Background: an optimization exercise with open tools, aiming at small area, a short achievable clock period and few clock cycles per item. Do not read the settings as production practice.
At most, simulation tests tie the RTL to the original design; equivalence was not proved.
Power and IR drop assume default switching activity.

## v12
## mx_quant
module mx_quant (
    input  wire        clk,
    input  wire        rst,         
    input  wire        in_valid,
    output wire        in_ready,
    input  wire [31:0] in_data,
    input  wire [1:0]  in_src,      
    input  wire [3:0]  in_dst,      
    output wire        out_valid,
    input  wire        out_ready,
    output wire [7:0]  out_code,
    output wire [7:0]  out_x,
    output wire [9:0]  out_qmax,
    output wire        out_last
);
Settings: LEC_CHECK=0, ABC_AREA=1, CAP_MARGIN=20, CORE_MARGIN=2, CORE_UTILIZATION=40, CTS_CLUSTER_DIAMETER=120, CTS_CLUSTER_SIZE=26, SLEW_MARGIN=20; clock period 22.0 ns.
standard.sh (not shown) runs the stock make flow with config.mk's settings and CLKGATE_MAP_FILE= SYNTH_SCRIPT=/design/flow/synth_recipe.tcl, a recipe that flattens the netlist after the stock synthesis.
==> flow/flow/run.sh <==
#!/bin/bash
# The standard ORFS layout, asked to repair timing with extra setup margin and
# with faster buffers on the ports.
set -euo pipefail
bash standard.sh SETUP_SLACK_MARGIN=16.5 "BUFFER_PORTS_ARGS=-buffer_cell sky130_fd_sc_hd__buf_4" finish > standard.log 2>&1
v12: done, clean on timing, DRC and antenna
diff inputs: v12 => v17
--- a/flow/design.v
+++ b/flow/design.v
@@ -110,30 +110,30 @@
     wire        dc_u8   = (ir_cls == C_U8);
     wire        dc_kill = dc_zr | (dc_u8 & dc_s);
     wire [17:0] dc_pk   = {dc_kill ? 9'd0 : dc_e9,
                            dc_u8 ? dc_f[15] : dc_s,
                            dc_f[22:16],
                            dc_u8 ? |dc_st9 : |dc_st8};
-    function automatic [8:0] pofm(input [7:0] m, input [1:0] cls);
-        begin
-            case (cls)
-                C_E4:    pofm = (m > 8'd8)  ? {1'b0, m} + 9'd14 : 9'd22;
-                C_E5:    pofm = (m > 8'd15) ? {1'b0, m} : 9'd15;
-                C_I8:    pofm = {1'b0, m} + 9'd25;
-                default: pofm = {1'b0, m} + 9'd24;
-            endcase
-        end
-    endfunction
+    reg  [4:0] k1;
+    reg  [4:0] k2;
+    always @(*) begin
+        case (ir_cls)
+            C_E4:    begin k1 = 5'd14; k2 = 5'd22; end
+            C_E5:    begin k1 = 5'd0;  k2 = 5'd15; end
+            C_I8:    begin k1 = 5'd25; k2 = 5'd25; end
+            default: begin k1 = 5'd24; k2 = 5'd24; end
+        endcase
+    end
     wire       cand   = !dc_nf & !dc_zr;
     wire [7:0] m_prev = ir_first ? 8'd0 : acc_m;
-    wire [8:0] p_prev = ir_first ? pofm(8'd0, ir_cls) : acc_p;
-    wire       upd    = cand & ((ir_f & (ir_d[30:23] > m_prev)) |
-                                (ir_b & (ir_d[14:7] > m_prev)) |
-                                (ir_h & (h_qm > m_prev)));
+    wire [8:0] p_prev = ir_first ? {4'd0, k2} : acc_p;
+    wire       upd    = cand & (dc_qm > m_prev);
+    wire [8:0] p_qm   = {1'b0, dc_qm} + {4'd0, k1};
+    wire       p_low  = (ir_cls == C_E4) ? (dc_qm < 8'd8) : (ir_cls == C_E5) ? (dc_qm < 8'd15) : 1'b0;
     wire [7:0] m_new  = upd ? dc_qm : m_prev;
-    wire [8:0] p_new  = upd ? pofm(dc_qm, ir_cls) : p_prev;
+    wire [8:0] p_new  = upd ? (p_low ? {4'd0, k2} : p_qm) : p_prev;
     wire       nz_new = (!ir_first & acc_nz) | cand;
     wire       nf_new = (!ir_first & acc_nf) | dc_nf;
     wire        c1_free = !c1_v | !s_v;
     wire        empty   = (cnt == 6'd0);
     wire        full    = cnt[5];
     wire        rd      = (dw == cnt[4:0]) & !empty & rdy & c1_free;
==> comparison <==
- Looking at start point of the critical path, the o_code[4] result is from v17; the o_x[5] one comes from v12.
- Comparing v17 with v12, the weighted congestion reported at the end of routability-driven placement came out essentially unchanged.
- v17 against v12: area of the multi-input gates saw a decrease; count of antenna diodes in the layout fell 1; die height decreased 0.98%.
- v17 -> v12: core utilization flat
- Between v12 and v17, the flow reports static power due to leakage decreasing by a few percent.
- On total design power, v17 tracks v12 almost exactly.
- Timing-limited maximum frequency (v17 vs. v12) increases slightly
- There was hardly any difference in synthesis-to-finish area growth between v17 and v12.
- Delta (v17 minus v12): number of tap instances now sits lower, final area went down about 2%, wire length of the first global-routing pass moved down.
Testbench counts of v17, summed over its fixed seeds: cycles 6,424, blocks 192.
For v12, only the layout was checked, not whether the RTL still works.

========
Another version of the RTL of mx_quant (not shown whole).
Size: ~2100 cells after synthesis, roughly 720 flip-flops, roughly 71 I/O pins, ~23000 um2 of cells after synthesis.
==> flow/config.mk <==
export PLATFORM = sky130hd
export DESIGN_NAME = mx_quant
export DESIGN_NICKNAME = mx_quant
export VERILOG_FILES = /design/flow/design.v
export SDC_FILE = /design/flow/constraint.sdc
export NUM_CORES = 4
export LEC_CHECK = 0
export ABC_AREA = 1
export CAP_MARGIN = 20
export CORE_MARGIN = 2
export CORE_UTILIZATION = 55
export CTS_CLUSTER_DIAMETER = 120
export CTS_CLUSTER_SIZE = 26
export SLEW_MARGIN = 20
==> flow/constraint.sdc <==
create_clock -name core_clock -period 22.0 [get_ports {clk}]
set_input_delay 4.4000 -clock core_clock [delete_from_list [all_inputs] [get_ports {clk}]]
set_output_delay 4.4000 -clock core_clock [all_outputs]
set_load 0.01 [all_outputs]
==> flow/flow/run.sh <==
#!/bin/bash
# The standard ORFS layout, asked to repair timing with extra setup margin and
# with faster buffers on the ports.
set -euo pipefail
bash standard.sh SETUP_SLACK_MARGIN=16.5 "BUFFER_PORTS_ARGS=-buffer_cell sky130_fd_sc_hd__buf_2" finish > standard.log 2>&1
Testbench counts at the start, summed over its fixed seeds: cycles 6,424, blocks 192.
Rerun with:
--- a/flow/design.v
+++ b/flow/design.v
@@ -17,38 +17,37 @@
     localparam [1:0] C_E5 = 2'd1;
     localparam [1:0] C_I8 = 2'd2;    
     localparam [1:0] C_U8 = 2'd3;    
     localparam integer N = 32;
     reg  [4:0]  in_idx;
     reg  [1:0]  src_in, cls_in;
     reg         in_rdy;
-    reg         ir_v;
+    reg         ir_v, ir_first, ir_last;
     reg  [31:0] ir_d;           
+    reg         ir_f, ir_b, ir_h;               
+    reg  [1:0]  ir_cls;
     reg  [17:0] ring [0:N-1];
     reg  [5:0]  cnt;            
     reg  [4:0]  dw;             
     reg  [7:0]  acc_m;
+    reg  [8:0]  acc_p;          
     reg         acc_nz, acc_nf;
     reg  [8:0]  dn_p;           
     reg         dn_nz, dn_nf;
     reg  [1:0]  dn_cls;
     reg         rdy;            
     reg  [4:0]  hd_idx;
     reg         c1_v, s_v, o_v;
     wire        first_in = (in_idx == 5'd0);
+    wire [1:0]  src_cur  = first_in ? in_src : src_in;
     wire [1:0]  dst_cls  = (in_dst == 4'd3) ? C_E4 :
                            (in_dst == 4'd4) ? C_E5 :
                            (in_dst == 4'd9) ? C_U8 : C_I8;
+    wire [1:0]  cls_cur  = first_in ? dst_cls : cls_in;
     wire in_fire = in_valid & in_rdy;
-    wire        ir_first = (in_idx == 5'd1);
-    wire        ir_last  = (in_idx == 5'd0);
-    wire        ir_f     = (src_in == 2'd0);
-    wire        ir_b     = (src_in == 2'd1);
-    wire        ir_h     = (src_in == 2'd2);
-    wire [1:0]  ir_cls   = cls_in;
     function automatic [4:0] lzc24(input [23:0] x);
         integer i;
         reg found;
         begin
             lzc24 = 5'd0;
             found = 1'b0;
             for (i = 23; i >= 0; i = i - 1)
@@ -127,15 +126,15 @@
             C_E5:    k2of = 5'd15;
             C_I8:    k2of = 5'd25;
             default: k2of = 5'd24;
         endcase
     endfunction
     wire       cand   = !dc_nf & !dc_zr;
     wire [7:0] m_prev = ir_first ? 8'd0 : acc_m;
-    wire [8:0] p_prev = {1'b0, m_prev} + {4'd0, k1of(ir_cls)};
+    wire [8:0] p_prev = ir_first ? {4'd0, k1of(ir_cls)} : acc_p;
     wire       upd    = cand & (dc_qm > m_prev);
     wire [8:0] p_qm   = {1'b0, dc_qm} + {4'd0, k1of(ir_cls)};
     wire [7:0] m_new  = upd ? dc_qm : m_prev;
     wire [8:0] p_new  = upd ? p_qm : p_prev;
     wire       nz_new = (!ir_first & acc_nz) | cand;
     wire       nf_new = (!ir_first & acc_nf) | dc_nf;
     wire        c1_free = !c1_v | !s_v;
@@ -188,19 +187,26 @@
     always @(posedge clk) begin
         if (in_fire && first_in) begin
             src_in <= in_src;
             cls_in <= dst_cls;
         end
         if (ir_en) begin
             ir_d     <= in_data;
+            ir_f     <= (src_cur == 2'd0);
+            ir_b     <= (src_cur == 2'd1);
+            ir_h     <= (src_cur == 2'd2);
+            ir_cls   <= cls_cur;
+            ir_first <= first_in;
+            ir_last  <= (in_idx == 5'd31);
         end
     end
     always @(posedge clk) begin
         if (wr) begin
             acc_m  <= m_new;
+            acc_p  <= p_new;
             acc_nz <= nz_new;
             acc_nf <= nf_new;
         end
         if (done_in) begin
             dn_p   <= p_new;
             dn_nz  <= nz_new;
             dn_nf  <= nf_new;
The changed run completed with no timing, DRC or antenna violations.
Global-route usage is lower by 0.14 points.
Count of clock-buffer cells in the layout rises by 6.
Combinational power is higher by 13%.
Clock power rises by 7.3%.
Via count increases by 1.2%.
Core utilization is about the same.
Design area went up by about 2.7%.
Setup slack improves by 0.011 ns.
Routed wire length increases by 0.37%.
Fmax is about the same.
Synthesized cell count came out higher by about 1.6%.
Function not checked in the second run of this note: the RTL went through the layout flow alone.

[re-timing with driven ports]
The flow's constraints put no driver on any port. The routed layouts listed below were extracted and timed again, unchanged, in two steps. Step 1 sets driving cells, clkbuf_16 on the clock port and buf_2 on the other inputs (assumed; they add their load-dependent delay and slew). Step 2 adds t to the input delays and takes it off the output delays; t is the mean of the earliest and latest rising clock arrival at the registers after step 1. Input paths then give back, and output paths get back, about the clock's delay inside the block. a / b / c = no drivers / after step 1 / after step 2; a / b = the first two.
run	shift t [ns]	setup slack, ns	worst data-port slew with drivers (ns)
v12	0.619	16.461 / 16.404 / 16.226	0.06
v17	0.622	16.479 / 16.424 / 16.261	0.06
the first run of note 2	0.648	16.434 / 16.382 / 16.302	0.03
the second run of note 2	0.625	16.445 / 16.390 / 16.198	0.08
After both steps every run listed still meets setup and hold. For the second run of note 2, which loses most, drivers alone change the setup slack by -0.055 ns; drivers and shift together by -0.247 ns.
